Source: an optimization exercise on an open RTL-to-GDS flow (aim: small area, a short achievable clock period and few clock cycles per item). Production flows keep margins and buffers that such runs may drop. The RTL was checked by simulation tests, not by an equivalence proof against the original design.

==> inputs of v2 <==
==> flow/design.v (excerpt) <==
module loop_engine (
    input  wire               clk,
    input  wire               rst,
    input  wire               start,
    output reg                ready,
    input  wire               preset,
    input  wire        [1:0]  mode,
    input  wire               ff_en,
    input  wire               fb_ok,
    input  wire signed [31:0] sp_r,
    input  wire signed [31:0] fb,
    input  wire signed [31:0] u0,
    input  wire        [23:0] kp,
    input  wire        [26:0] ki,
    input  wire        [20:0] lim_chg,
    input  wire        [20:0] lim_dis,
    input  wire        [31:0] ocv_sum,
    input  wire               ocv_ok,
    input  wire        [23:0] rs_sum,
    input  wire        [31:0] v_last,
    input  wire               vlast_ok,
    output reg                done,
    output reg  signed [31:0] u,
    output reg  signed [31:0] ig,
    output reg  signed [31:0] p,
    output reg  signed [31:0] ff,
    output reg                limhi,
    output reg                limlo,
    output reg                fflost
);
    localparam [31:0] KA = 32'd10000000;     
    localparam [31:0] KB = 32'd655360000;    
    localparam [1:0] ST_IDLE = 2'd0, ST_PREP = 2'd1, ST_RUN = 2'd2, ST_FIN = 2'd3;
    reg [1:0] st;
  ...
Settings: LEC_CHECK=0, CAP_MARGIN=20, CORE_MARGIN=2, CORE_UTILIZATION=40, PLACE_DENSITY=0.6, SLEW_MARGIN=20; clock period 18.0 ns.
standard.sh (not shown) runs the stock make flow with config.mk's settings and CLKGATE_MAP_FILE= SYNTH_SCRIPT=/design/flow/synth_recipe.tcl, a recipe that flattens the netlist after the stock synthesis.
==> flow/flow/run.sh <==
#!/bin/bash
# Standard layout, with the timing repair aiming at a setup slack of 11.5 ns
# (the clock period and constraints are the design's own).
set -euo pipefail
export SETUP_SLACK_MARGIN=11.5
bash standard.sh finish > flow_make.log 2>&1
==> inputs of v10, as changes to v2 <==
--- a/flow/design.v
+++ b/flow/design.v
@@ -60,20 +60,20 @@
     wire cls   = r_cls;                  
     wire neg_s = r_neg;                  
     wire ffm0  = r_ffen && r_m0;         
     reg signed [41:0] iq;      
     reg        [29:0] irr;     
-    reg        [29:0] irm;     
     reg               itag;    
     reg [1:0] pph;  reg [3:0] pcnt;    
     reg [1:0] vph;  reg [3:0] vcnt;    
     reg [2:0] iph;  reg [3:0] icnt;    
     reg [1:0] ipass;                   
     reg [3:0] ncnt;                    
     reg [1:0] dph;  reg [4:0] dcnt;    
     reg       p_ok, i_ok, s_ok;
     reg       sg_e, sg_sp, sg_c, sg_u;
+    reg       rfix;                    
     wire signed [32:0] d1    = {r_sp[31], r_sp} - {r_fb[31], r_fb};
     wire               ng_e  = d1[32];
     wire        [31:0] ex    = d1[31:0] ^ {32{ng_e}};        
     wire signed [31:0] uprev = r_preset ? r_u0 : u;
     wire               ng_u  = uprev[31];
@@ -95,12 +95,10 @@
     wire        p_neg  = sg_e ^ neg_s;
     wire        p_sat  = cls ? (|pr[55:47]) : ((pr[55:35] >= 21'd125) | pr[34]);
     wire [30:0] p_mag  = cls ? pr[46:16] : pr[33:3];
     wire [31:0] p_val  = p_sat ? (p_neg ? 32'h80000000 : 32'h7fffffff)
                                : (p_neg ? -{1'b0, p_mag} : {1'b0, p_mag});
-    wire [31:0] p_x    = p_sat ? (p_neg ? 32'h80000000 : 32'h7fffffff) : ({1'b0, p_mag} ^ {32{p_neg}});
-    wire        p_c    = !p_sat && p_neg;
     reg  [31:0] vA;
     reg  [31:0] vH;
     reg  [23:0] vL;
     reg  [6:0]  vrem;
     wire [55:0] vr    = {vH, vL};
@@ -154,17 +152,15 @@
     wire [39:0] qx = ir[39:0];
     wire [29:0] rx = cls ? {irem[9:0], ir[59:40]} : {6'd0, irem[16:0], ir[46:40]};
     wire        sx = (ipass == 2'd2) ? (sg_e ^ neg_s) : (ipass == 2'd0) ? sg_c : 1'b0;
     wire [29:0] kk = cls ? KB[29:0] : KA[29:0];
     wire signed [41:0] qb = (ipass == 2'd0) ? 42'sd0 : iq;
-    wire [29:0] rxm  = kk - 30'd1 - rx;
-    wire [29:0] r_new = sx ? rxm : rx;
-    wire [29:0] m_new = sx ? rx : rxm;
-    wire [29:0] rt1  = neg_s ? irr : irm;       
-    wire [29:0] rt0  = neg_s ? irm : irr;       
-    wire [33:0] ih1  = {7'd0, r_ki} + {4'd0, rt1};
-    wire        cq   = sx;
+    wire        [29:0] rb = (ipass == 2'd0) ? 30'd0 : irr;
+    wire [31:0] rsm  = {2'b00, rb} + ({2'b00, rx} ^ {32{sx}}) + sx;
+    wire [31:0] radj = {2'b00, rb} + ({2'b00, rx} ^ {32{sx}}) + (sx ? {2'b00, kk} + 32'd1 : -{2'b00, kk});
+    wire        rfx  = sx ? rsm[31] : !radj[31];
+    wire        cq   = sx ? !rfix : rfix;
     wire [41:0] qxs  = {2'b00, qx} ^ {42{sx}};
     wire signed [41:0] q_acc = qb + qxs + cq;
     reg  signed [32:0] sS;     
     reg  signed [41:0] wr;     
     wire signed [41:0] s42  = {{9{sS[32]}}, sS};
@@ -203,11 +199,10 @@
             limhi <= 1'b0;
             limlo <= 1'b0;
             fflost <= 1'b0;
             iq    <= 42'sd0;
             irr   <= 30'd0;
-            irm   <= KA[29:0] - 30'd1;
             itag  <= 1'b0;
             pph   <= 2'd0;
             vph   <= 2'd0;
             iph   <= 3'd0;
             dph   <= 2'd0;
@@ -251,15 +246,11 @@
                         end
                     end
                 end
                 ST_RUN: begin
                     if (i_ok && s_ok) begin
-                        if (!r_preset) begin
-                            iq  <= q_acc;
-                            irr <= r_new;
-                            irm <= m_new;
-                        end
+                        if (!r_preset) iq <= q_acc;
                         st    <= ST_FIN;
                         ready <= 1'b1;
                         busy  <= 1'b0;
                     end
                 end
@@ -269,11 +260,10 @@
                     limhi <= (unew == $signed({11'd0, r_hi}));
                     limlo <= (unew == -$signed({11'd0, r_lo}));
                     if (hiC || loC || r_preset) begin
                         iq  <= igm;
                         irr <= 30'd0;
-                        irm <= kk - 30'd1;
                     end
                     itag  <= cls;
                     done  <= 1'b1;
                     if (start) begin
                         st    <= ST_PREP;
@@ -311,20 +301,19 @@
                 default: ;
             endcase
             if (ncnt != 4'd0) ncnt <= ncnt - 4'd1;
             case (iph)
                 3'd1: if (i_lastm) iph <= 3'd2;
-                3'd2: if (i_lastd) iph <= (ipass == 2'd2) ? 3'd0 : 3'd4;
+                3'd2: if (i_lastd) iph <= 3'd3;
+                3'd3: begin
+                    irr <= rfx ? radj[29:0] : rsm[29:0];
+                    iph <= (ipass == 2'd2) ? 3'd0 : 3'd4;
+                end
                 3'd4: begin
                     iq  <= q_acc;
-                    irr <= r_new;
-                    irm <= m_new;
-                    iph <= (ipass == 2'd0) ? 3'd1 : 3'd5;
-                end
-                3'd5: begin
                     iph <= 3'd1;
-                    pph <= 2'd1;
+                    if (ipass == 2'd1) pph <= 2'd1;
                 end
                 default: ;
             endcase
         end
     end
@@ -365,28 +354,25 @@
             if (conv) begin
                 ipass <= 2'd0;
                 icnt  <= 4'd8;
                 pA    <= iq[33:0] ^ {34{iq[41]}};
                 iL    <= cls ? KA : KB;
-                iH    <= iq[41] ? {2'd0, (cls ? KA + KB - 32'd1 : KB + KA - 32'd1)} : 34'd0;
+                iH    <= iq[41] ? {2'd0, (cls ? KA : KB)} : 34'd0;
             end else begin
                 ipass <= 2'd2;
                 icnt  <= 4'd7;
                 pA    <= {2'b00, ex};
                 iL    <= {5'd0, r_ki};
-                iH    <= ng_e ? ih1 : {4'd0, rt0};
+                iH    <= ng_e ? {7'd0, r_ki} : 34'd0;
             end
         end else begin
             if (pph == 2'd3) p_ok <= 1'b1;
-            if (iph == 3'd2 && i_lastd && ipass == 2'd2) i_ok <= 1'b1;
+            if (iph == 3'd3 && ipass == 2'd2) i_ok <= 1'b1;
             if (st == ST_RUN && !s_ok) begin
                 if (dph == 2'd3 && p_ok) begin
                     sS   <= {p[31], p} + {f_x[31], f_x} + f_c;
                     s_ok <= 1'b1;
-                end else if (dph == 2'd0 && pph == 2'd3) begin
-                    sS   <= {ff[31], ff} + {p_x[31], p_x} + p_c;
-                    s_ok <= 1'b1;
                 end else if (dph == 2'd0 && p_ok) begin
                     sS   <= {ff[31], ff} + {p[31], p};
                     s_ok <= 1'b1;
                 end
             end
@@ -480,22 +466,24 @@
                     {iH, iL} <= {iH[29:0], iL, (cls ? iqb : iqa)};
                     icnt <= icnt - 4'd1;
                 end
                 if (ipass == 2'd0) pA <= {4'd0, irr};
             end
+            3'd3: rfix <= rfx;
             3'd4: begin
-                icnt  <= 4'd8;
-                ipass <= 2'd1;
-                iL    <= 32'd1;
-                iH    <= {4'd0, r_new};
-            end
-            3'd5: begin
-                ipass <= 2'd2;
-                icnt  <= 4'd7;
-                pA    <= {2'b00, ex};
-                iL    <= {5'd0, r_ki};
-                iH    <= ng_e ? ih1 : {4'd0, rt0};
+                icnt <= 4'd8;
+                if (ipass == 2'd0) begin
+                    ipass <= 2'd1;
+                    iL    <= 32'd1;
+                    iH    <= 34'd0;
+                end else begin
+                    ipass <= 2'd2;
+                    icnt  <= 4'd7;
+                    pA    <= {2'b00, ex};
+                    iL    <= {5'd0, r_ki};
+                    iH    <= ng_e ? {7'd0, r_ki} : 34'd0;
+                end
             end
             default: ;
         endcase
     end
 endmodule
==> flow/flow/run.sh (replaced) <==
#!/bin/bash
# Standard layout, with the timing repair aiming at a setup slack of 11.5 ns
# on the worst paths (the clock period and constraints are the design's own).
set -euo pipefail
export SETUP_SLACK_MARGIN=11.5
export TNS_END_PERCENT=5
bash standard.sh finish > flow_make.log 2>&1
==> comparison <==
- v2 finished clean. v10 ran to the end with no violations.
- Against v2, the worst hold slack of v10 is higher by 0.019 ns.
- In v10 the setup slack is higher than in v2, by 0.18 ns.
- Between v10 and v2, the lower clock skew is in v2 (gap 0.00075 ns).
- Of v2 and v10, v2 has the higher non-clock buffer count (gap 525).
- Against v10, the critical path depth of v2 is higher by 23.
- Between v10 and v2, the lower global-route usage is in v10 (gap 1.3 points).
- Fmax: v2 is smaller than v10 (about 2.4%).
- Between v2 and v10, the lower final area is in v10 (gap 12%, measured against v10).
- In v10 the routed wire length is lower than in v2, by about 10%.
==> figures <==
item                                                                                 v2                        v10
Layout overhead on the synthesized area                                           24.0%                      16.1%
Detailed-route wire length per cell                                        25.7 microns               25.0 microns
Total wire length after detailed routing                                 480000 microns             433000 microns
Number of clock buffers in the layout                                               173                        153
Antenna diode count                                                                  19                          9
Total CTS buffers                                                                   136                        116
Timing-limited maximum frequency                                                130 MHz                    133 MHz
Critical Path Slowest Stage Cell                              sky130_fd_sc_hd__edfxtp_1  sky130_fd_sc_hd__a311oi_2
Area of the multi-input gates                                               87600 sq um                79800 sq um
Result of the run                                                        finished clean             finished clean
Setup WS post-layout                                                           10.28 ns                   10.47 ns
Placement Rows                                                                      194                        190
Synthesized netlist net count                                                     15800                      14900
Fraction of final layout cells sized beyond drive strength 1                      16.5%                      9.62%
Overall routing resource usage                                                    31.7%                      30.4%
Depth of the worst register-to-register path                                         50                         27
Detailed router's first-iteration violation count                                 13000                      11100
Die boundary width                                                          535 microns                523 microns
Share of the synthesized area in the top cell type                                16.3%                      17.1%
Testbench counts of v2, summed over its fixed seeds: cycles 51,274, items 3,200.
Testbench counts of v10, summed over its fixed seeds: cycles 53,130, items 3,200.

==> juniper: inputs <==
loop_engine with an RTL version that a note above also has.
clock: 18.0 ns
lec_check: 0
cap_margin: 20
core_margin: 2
core_utilization: 40
place_density: 0.6
slew_margin: 20
==> flow/flow/run.sh <==
#!/bin/bash
# Standard layout, with the timing repair aiming at a setup slack of 11.5 ns
# (the clock period and constraints are the design's own).
set -euo pipefail
export SETUP_SLACK_MARGIN=11.5
bash standard.sh finish > flow_make.log 2>&1
==> willow (differences from juniper) <==
--- a/flow/design.v
+++ b/flow/design.v
@@ -83,28 +83,33 @@
     reg  [31:0] pH;
     reg  [23:0] pL;
     reg  [6:0]  prem;
     wire [55:0] pr    = {pH, pL};
     wire [35:0] psum  = {4'd0, pH} + pL[3:0] * pA[31:0];
-    wire [6:0]  p_rin  = (pph == 2'd2 && pcnt == 4'd4) ? pr[41:35] : prem;
+    wire [3:0]  pq;
+    wire [6:0]  pr_n;
+    wire [6:0]  p_rin  = (pph == 2'd2 && pcnt == 4'd8) ? pr[41:35] : prem;
+    loop_div #(.C(125), .W(7)) u_pdiv (.x({p_rin, pr[34:31]}), .q(pq), .r(pr_n));
     wire [14:0] p_x8   = {p_rin, pr[34:27]};
-    wire [7:0]  pq8    = p_x8 / 15'd125;
-    wire [6:0]  pr_n8  = p_x8 % 15'd125;
     wire        p_skm  = (pL[7:0] == 8'd0) && (pcnt >= 4'd2);
+    wire        p_skd  = (p_x8 < 15'd125) && (pcnt >= 4'd2);
     wire        p_lastm = (pcnt == 4'd1) || (p_skm && pcnt == 4'd2);
-    wire        p_lastd = (pcnt == 4'd1);
+    wire        p_lastd = (pcnt == 4'd1) || (p_skd && pcnt == 4'd2);
     wire        p_neg  = sg_e ^ neg_s;
     wire        p_sat  = cls ? (|pr[55:47]) : ((pr[55:35] >= 21'd125) | pr[34]);
     wire [30:0] p_mag  = cls ? pr[46:16] : pr[33:3];
     wire [31:0] p_val  = p_sat ? (p_neg ? 32'h80000000 : 32'h7fffffff)
                                : (p_neg ? -{1'b0, p_mag} : {1'b0, p_mag});
     reg  [31:0] vA;
     reg  [31:0] vH;
     reg  [23:0] vL;
     reg  [6:0]  vrem;
     wire [55:0] vr    = {vH, vL};
-    wire [40:0] vsum  = {9'd0, vH} + vL[7:0] * vA;
+    wire        v_pre = (st == ST_PREP);
+    wire [31:0] v_mA  = v_pre ? (uprev ^ {32{ng_u}}) : vA;
+    wire [31:0] v_mH  = v_pre ? (ng_u ? {8'd0, vL} : 32'd0) : vH;
+    wire [40:0] vsum  = {9'd0, v_mH} + vL[7:0] * v_mA;
     wire [14:0] vx    = {(vph == 2'd2 && vcnt == 4'd6) ? {2'b00, vr[55:51]} : vrem, vr[50:43]};
     wire [7:0]  vq8   = vx / 15'd125;
     wire [6:0]  vr_n2 = vx % 15'd125;
     wire [47:0] q1    = r_ocvok ? vr[50:3] : 48'd0;
     wire [48:0] q1x   = {1'b0, q1} ^ {49{sg_u}};
@@ -138,19 +143,19 @@
     wire [9:0]  irb_n;
     wire [16:0] ia_rin = ifirst ? ir[63:47] : irem;
     wire [9:0]  ib_rin = ifirst ? {6'd0, ir[63:60]} : irem[9:0];
     loop_div #(.C(78125), .W(17)) u_ida (.x({ia_rin, ir[46:43]}), .q(iqa), .r(ira_n));
     loop_div #(.C(625), .W(10)) u_idb (.x({ib_rin, ir[59:56]}), .q(iqb), .r(irb_n));
-    wire [40:0] ia_x16 = {ia_rin, ir[46:23]};
+    wire [32:0] ia_x16 = {ia_rin, ir[46:31]};
     wire [24:0] ia_x8  = {ia_rin, ir[46:39]};
-    wire [33:0] ib_x16 = {ib_rin, ir[59:36]};
+    wire [25:0] ib_x16 = {ib_rin, ir[59:44]};
     wire [17:0] ib_x8  = {ib_rin, ir[59:52]};
     wire        i_skm  = (iL[7:0] == 8'd0) && (icnt >= 4'd2);
-    wire        i_sk4  = (icnt >= 4'd6) && (cls ? (ib_x16 < 34'd625) : (ia_x16 < 41'd78125));
+    wire        i_sk4  = (icnt >= 4'd4) && (cls ? (ib_x16 < 26'd625) : (ia_x16 < 33'd78125));
     wire        i_sk2  = (icnt >= 4'd2) && (cls ? (ib_x8 < 18'd625) : (ia_x8 < 25'd78125));
     wire        i_lastm = (icnt == 4'd1) || (i_skm && icnt == 4'd2);
-    wire        i_lastd = (icnt == 4'd1) || (i_sk4 && icnt == 4'd6) || (!i_sk4 && i_sk2 && icnt == 4'd2);
+    wire        i_lastd = (icnt == 4'd1) || (i_sk4 && icnt == 4'd4) || (!i_sk4 && i_sk2 && icnt == 4'd2);
     wire [39:0] qx = ir[39:0];
     wire [29:0] rx = cls ? {irem[9:0], ir[59:40]} : {6'd0, irem[16:0], ir[46:40]};
     wire        sx = (ipass == 2'd2) ? (sg_e ^ neg_s) : (ipass == 2'd0) ? sg_c : 1'b0;
     wire [29:0] kk = cls ? KB[29:0] : KA[29:0];
     wire signed [41:0] qb = (ipass == 2'd0) ? 42'sd0 : iq;
@@ -346,12 +351,13 @@
             sg_sp <= r_sp[31];
             sg_c  <= iq[41];
             pH    <= ng_e ? {8'd0, pL} : 32'd0;
             pcnt  <= 4'd6;
             vA    <= uprev ^ {32{ng_u}};
-            vH    <= ng_u ? {8'd0, vL} : 32'd0;
-            vcnt  <= 4'd3;
+            vH    <= vsum[39:8];
+            vL    <= {vsum[7:0], vL[23:8]};
+            vcnt  <= 4'd2;
             nR    <= {20'd0, spabs};
             if (conv) begin
                 ipass <= 2'd0;
                 icnt  <= 4'd8;
                 pA    <= iq[33:0] ^ {34{iq[41]}};
@@ -386,16 +392,22 @@
                     pL <= {pH[7:0], pL[23:8]};
                 end else begin
                     pH <= psum[35:4];
                     pL <= {psum[3:0], pL[23:4]};
                 end
-                pcnt <= p_lastm ? 4'd4 : pcnt - (p_skm ? 4'd2 : 4'd1);
+                pcnt <= p_lastm ? 4'd8 : pcnt - (p_skm ? 4'd2 : 4'd1);
             end
             2'd2: begin
-                prem <= pr_n8;
-                {pH[10:0], pL[23:3]} <= {pH[2:0], pL[23:3], pq8};
-                pcnt <= pcnt - 4'd1;
+                if (p_skd) begin
+                    prem <= p_x8[6:0];
+                    {pH[10:0], pL[23:3]} <= {pH[2:0], pL[23:3], 8'd0};
+                    pcnt <= pcnt - 4'd2;
+                end else begin
+                    prem <= pr_n;
+                    {pH[10:0], pL[23:3]} <= {pH[6:0], pL[23:3], pq};
+                    pcnt <= pcnt - 4'd1;
+                end
             end
             default: ;
         endcase
         case (vph)
             2'd1: begin
@@ -453,12 +465,12 @@
                 icnt <= !i_lastm ? icnt - (i_skm ? 4'd2 : 4'd1) : (ipass == 2'd2) ? 4'd9 : 4'd10;
             end
             3'd2: begin
                 if (i_sk4) begin
                     irem <= cls ? {7'd0, ib_x16[9:0]} : ia_x16[16:0];
-                    {iH, iL} <= {iH[9:0], iL, 24'd0};
-                    icnt <= icnt - 4'd6;
+                    {iH, iL} <= {iH[17:0], iL, 16'd0};
+                    icnt <= icnt - 4'd4;
                 end else if (i_sk2) begin
                     irem <= cls ? {7'd0, ib_x8[9:0]} : ia_x8[16:0];
                     {iH, iL} <= {iH[25:0], iL, 8'd0};
                     icnt <= icnt - 4'd2;
                 end else begin
==> flow/flow/run.sh (replaced) <==
#!/bin/bash
# Standard layout, with the timing repair aiming at a setup slack of 11 ns
# (the clock period and constraints are the design's own).
set -euo pipefail
export SETUP_SLACK_MARGIN=11
bash standard.sh finish > flow_make.log 2>&1
==> yarrow (differences from juniper) <==
--- a/flow/design.v
+++ b/flow/design.v
@@ -60,20 +60,20 @@
     wire cls   = r_cls;                  
     wire neg_s = r_neg;                  
     wire ffm0  = r_ffen && r_m0;         
     reg signed [41:0] iq;      
     reg        [29:0] irr;     
+    reg        [29:0] irm;     
     reg               itag;    
     reg [1:0] pph;  reg [3:0] pcnt;    
     reg [1:0] vph;  reg [3:0] vcnt;    
     reg [2:0] iph;  reg [3:0] icnt;    
     reg [1:0] ipass;                   
     reg [3:0] ncnt;                    
     reg [1:0] dph;  reg [4:0] dcnt;    
     reg       p_ok, i_ok, s_ok;
-    reg       sg_e, sg_sp, sg_c, sg_u;
-    reg       rfix;                    
+    reg       sg_e, sg_sp, sg_u;
     wire signed [32:0] d1    = {r_sp[31], r_sp} - {r_fb[31], r_fb};
     wire               ng_e  = d1[32];
     wire        [31:0] ex    = d1[31:0] ^ {32{ng_e}};        
     wire signed [31:0] uprev = r_preset ? r_u0 : u;
     wire               ng_u  = uprev[31];
@@ -95,10 +95,12 @@
     wire        p_neg  = sg_e ^ neg_s;
     wire        p_sat  = cls ? (|pr[55:47]) : ((pr[55:35] >= 21'd125) | pr[34]);
     wire [30:0] p_mag  = cls ? pr[46:16] : pr[33:3];
     wire [31:0] p_val  = p_sat ? (p_neg ? 32'h80000000 : 32'h7fffffff)
                                : (p_neg ? -{1'b0, p_mag} : {1'b0, p_mag});
+    wire [31:0] p_x    = p_sat ? (p_neg ? 32'h80000000 : 32'h7fffffff) : ({1'b0, p_mag} ^ {32{p_neg}});
+    wire        p_c    = !p_sat && p_neg;
     reg  [31:0] vA;
     reg  [31:0] vH;
     reg  [23:0] vL;
     reg  [6:0]  vrem;
     wire [55:0] vr    = {vH, vL};
@@ -149,18 +151,20 @@
     wire        i_sk2  = (icnt >= 4'd2) && (cls ? (ib_x8 < 18'd625) : (ia_x8 < 25'd78125));
     wire        i_lastm = (icnt == 4'd1) || (i_skm && icnt == 4'd2);
     wire        i_lastd = (icnt == 4'd1) || (i_sk4 && icnt == 4'd6) || (!i_sk4 && i_sk2 && icnt == 4'd2);
     wire [39:0] qx = ir[39:0];
     wire [29:0] rx = cls ? {irem[9:0], ir[59:40]} : {6'd0, irem[16:0], ir[46:40]};
-    wire        sx = (ipass == 2'd2) ? (sg_e ^ neg_s) : (ipass == 2'd0) ? sg_c : 1'b0;
+    reg         sx;        
     wire [29:0] kk = cls ? KB[29:0] : KA[29:0];
     wire signed [41:0] qb = (ipass == 2'd0) ? 42'sd0 : iq;
-    wire        [29:0] rb = (ipass == 2'd0) ? 30'd0 : irr;
-    wire [31:0] rsm  = {2'b00, rb} + ({2'b00, rx} ^ {32{sx}}) + sx;
-    wire [31:0] radj = {2'b00, rb} + ({2'b00, rx} ^ {32{sx}}) + (sx ? {2'b00, kk} + 32'd1 : -{2'b00, kk});
-    wire        rfx  = sx ? rsm[31] : !radj[31];
-    wire        cq   = sx ? !rfix : rfix;
+    wire [29:0] rxm  = kk - 30'd1 - rx;
+    wire [29:0] r_new = sx ? rxm : rx;
+    wire [29:0] m_new = sx ? rx : rxm;
+    wire [29:0] rt1  = neg_s ? irr : irm;       
+    wire [29:0] rt0  = neg_s ? irm : irr;       
+    wire [33:0] ih1  = {7'd0, r_ki} + {4'd0, rt1};
+    wire        cq   = sx;
     wire [41:0] qxs  = {2'b00, qx} ^ {42{sx}};
     wire signed [41:0] q_acc = qb + qxs + cq;
     reg  signed [32:0] sS;     
     reg  signed [41:0] wr;     
     wire signed [41:0] s42  = {{9{sS[32]}}, sS};
@@ -199,10 +203,11 @@
             limhi <= 1'b0;
             limlo <= 1'b0;
             fflost <= 1'b0;
             iq    <= 42'sd0;
             irr   <= 30'd0;
+            irm   <= KA[29:0] - 30'd1;
             itag  <= 1'b0;
             pph   <= 2'd0;
             vph   <= 2'd0;
             iph   <= 3'd0;
             dph   <= 2'd0;
@@ -246,11 +251,15 @@
                         end
                     end
                 end
                 ST_RUN: begin
                     if (i_ok && s_ok) begin
-                        if (!r_preset) iq <= q_acc;
+                        if (!r_preset) begin
+                            iq  <= q_acc;
+                            irr <= r_new;
+                            irm <= m_new;
+                        end
                         st    <= ST_FIN;
                         ready <= 1'b1;
                         busy  <= 1'b0;
                     end
                 end
@@ -260,10 +269,11 @@
                     limhi <= (unew == $signed({11'd0, r_hi}));
                     limlo <= (unew == -$signed({11'd0, r_lo}));
                     if (hiC || loC || r_preset) begin
                         iq  <= igm;
                         irr <= 30'd0;
+                        irm <= kk - 30'd1;
                     end
                     itag  <= cls;
                     done  <= 1'b1;
                     if (start) begin
                         st    <= ST_PREP;
@@ -301,19 +311,20 @@
                 default: ;
             endcase
             if (ncnt != 4'd0) ncnt <= ncnt - 4'd1;
             case (iph)
                 3'd1: if (i_lastm) iph <= 3'd2;
-                3'd2: if (i_lastd) iph <= 3'd3;
-                3'd3: begin
-                    irr <= rfx ? radj[29:0] : rsm[29:0];
-                    iph <= (ipass == 2'd2) ? 3'd0 : 3'd4;
-                end
+                3'd2: if (i_lastd) iph <= (ipass == 2'd2) ? 3'd0 : 3'd4;
                 3'd4: begin
                     iq  <= q_acc;
+                    irr <= r_new;
+                    irm <= m_new;
+                    iph <= (ipass == 2'd0) ? 3'd1 : 3'd5;
+                end
+                3'd5: begin
                     iph <= 3'd1;
-                    if (ipass == 2'd1) pph <= 2'd1;
+                    pph <= 2'd1;
                 end
                 default: ;
             endcase
         end
     end
@@ -342,37 +353,40 @@
             i_ok  <= r_preset;
             s_ok  <= 1'b0;
             sg_e  <= ng_e;
             sg_u  <= ng_u;
             sg_sp <= r_sp[31];
-            sg_c  <= iq[41];
             pH    <= ng_e ? {8'd0, pL} : 32'd0;
             pcnt  <= 4'd6;
             vA    <= uprev ^ {32{ng_u}};
             vH    <= ng_u ? {8'd0, vL} : 32'd0;
             vcnt  <= 4'd3;
             nR    <= {20'd0, spabs};
+            sx    <= conv ? iq[41] : (ng_e ^ neg_s);
             if (conv) begin
                 ipass <= 2'd0;
                 icnt  <= 4'd8;
                 pA    <= iq[33:0] ^ {34{iq[41]}};
                 iL    <= cls ? KA : KB;
-                iH    <= iq[41] ? {2'd0, (cls ? KA : KB)} : 34'd0;
+                iH    <= iq[41] ? {2'd0, (cls ? KA + KB - 32'd1 : KB + KA - 32'd1)} : 34'd0;
             end else begin
                 ipass <= 2'd2;
                 icnt  <= 4'd7;
                 pA    <= {2'b00, ex};
                 iL    <= {5'd0, r_ki};
-                iH    <= ng_e ? {7'd0, r_ki} : 34'd0;
+                iH    <= ng_e ? ih1 : {4'd0, rt0};
             end
         end else begin
             if (pph == 2'd3) p_ok <= 1'b1;
-            if (iph == 3'd3 && ipass == 2'd2) i_ok <= 1'b1;
+            if (iph == 3'd2 && i_lastd && ipass == 2'd2) i_ok <= 1'b1;
             if (st == ST_RUN && !s_ok) begin
                 if (dph == 2'd3 && p_ok) begin
                     sS   <= {p[31], p} + {f_x[31], f_x} + f_c;
                     s_ok <= 1'b1;
+                end else if (dph == 2'd0 && pph == 2'd3) begin
+                    sS   <= {ff[31], ff} + {p_x[31], p_x} + p_c;
+                    s_ok <= 1'b1;
                 end else if (dph == 2'd0 && p_ok) begin
                     sS   <= {ff[31], ff} + {p[31], p};
                     s_ok <= 1'b1;
                 end
             end
@@ -466,24 +480,24 @@
                     {iH, iL} <= {iH[29:0], iL, (cls ? iqb : iqa)};
                     icnt <= icnt - 4'd1;
                 end
                 if (ipass == 2'd0) pA <= {4'd0, irr};
             end
-            3'd3: rfix <= rfx;
             3'd4: begin
-                icnt <= 4'd8;
-                if (ipass == 2'd0) begin
-                    ipass <= 2'd1;
-                    iL    <= 32'd1;
-                    iH    <= 34'd0;
-                end else begin
-                    ipass <= 2'd2;
-                    icnt  <= 4'd7;
-                    pA    <= {2'b00, ex};
-                    iL    <= {5'd0, r_ki};
-                    iH    <= ng_e ? {7'd0, r_ki} : 34'd0;
-                end
+                sx    <= 1'b0;
+                icnt  <= 4'd8;
+                ipass <= 2'd1;
+                iL    <= 32'd1;
+                iH    <= {4'd0, r_new};
+            end
+            3'd5: begin
+                sx    <= sg_e ^ neg_s;
+                ipass <= 2'd2;
+                icnt  <= 4'd7;
+                pA    <= {2'b00, ex};
+                iL    <= {5'd0, r_ki};
+                iH    <= ng_e ? ih1 : {4'd0, rt0};
             end
             default: ;
         endcase
     end
 endmodule
==> flow/flow/run.sh (replaced) <==
#!/bin/bash
# Standard layout, with the timing repair aiming at a setup slack of 11.5 ns
# on the worst paths (the clock period and constraints are the design's own).
set -euo pipefail
export SETUP_SLACK_MARGIN=11.5
export TNS_END_PERCENT=5
bash standard.sh finish > flow_make.log 2>&1
==> notes <==
- willow completed without violations. yarrow ran to the end with no violations. juniper produced a clean layout.
- Critical path depth, lowest first: yarrow, willow, juniper.
- Clock skew, highest first: yarrow, willow, juniper.
- Against yarrow, the final cell count of juniper is lower by about 2.1%.
- Against willow, the clock-buffer cell count of yarrow is lower by 10.
- Final area: yarrow < willow < juniper.
- Via count: juniper < willow < yarrow.
==> figures <==
item	yarrow	juniper	willow
Status	finished clean	finished clean	finished clean
Number of storage elements in the synthesis netlist	948	919	920
Worst setup startpoint	iL[3]$_DFFE_PP_	ipass[1]$_DFFE_PP_	r_preset$_DFFE_PN_
Number of flops mapped to enable cells by yosys	613	614	583
Final instance count without filler cells	18168	17779	17758
Levels on crit path	29	42	36
Number of design-rule violations left by the first detailed-router iteration	12224	11430	11682
Wirelength, routed	472 mm	452 mm	458 mm
Slew Limit Headroom	0.191	0.0892	0.133
Wire length of the first global-routing pass	680 mm	651 mm	663 mm
# clk buffers	158	138	168
Pin count of the biggest net entering global routing	153	90	102
Number of antenna diodes	7	3	15
Multi-input logic portion of the cell area	0.639	0.627	0.637
Starting density of the core	0.402	0.402	0.402
Worst-path fanout max	37	6	6
Placed Instances	17535	16765	16968
Width of the chip	533 µm	523 µm	526 µm
HPWL reported at the end of detailed placement	353 mm	333 mm	339 mm
Share of synthesized cell area in full adder, half adder and majority cells	0.188	0.195	0.197
Testbench counts of juniper, summed over its fixed seeds: cycles 53,130, items 3,200.
Testbench counts of willow, summed over its fixed seeds: cycles 54,830, items 3,200.
Testbench counts of yarrow, summed over its fixed seeds: cycles 51,274, items 3,200.

==> port drivers added, routing unchanged <==
Ports are ideal in the flow. The routed layouts listed here were re-timed in OpenROAD. Step 1 (the two cells are an assumption about what drives the block):
set clk [get_ports {clk}]
set_driving_cell -lib_cell sky130_fd_sc_hd__clkbuf_16 $clk
set_driving_cell -lib_cell sky130_fd_sc_hd__buf_2 [delete_from_list [all_inputs] $clk]
Step 2 times the ports against the registers' clock, not the clock port: input delays grow and output delays shrink by t, the midpoint of the rising clock arrivals with the driver on. Three values: ideal ports, drivers, drivers and shift; two values: the first two.
run	t (ns)	setup WS [ns]	worst hold slack (ns)	latest minus earliest clock arrival (ns)	worst data-port slew with drivers (ns)
v2	0.936	10.282 / 10.282 / 10.282	0.461 / 0.461 / 0.461	0.062 / 0.062	0.22
v10	0.891	10.465 / 10.465 / 10.465	0.481 / 0.481 / 0.481	0.060 / 0.060	0.20
juniper	0.897	10.354 / 10.354 / 10.354	0.481 / 0.481 / 0.481	0.073 / 0.072	0.13
willow	0.906	9.960 / 9.960 / 9.960	0.480 / 0.480 / 0.480	0.080 / 0.079	0.10
yarrow	1.000	10.308 / 10.308 / 10.308	0.470 / 0.470 / 0.470	0.081 / 0.081	0.21
After both steps setup and hold are still met in every run listed.
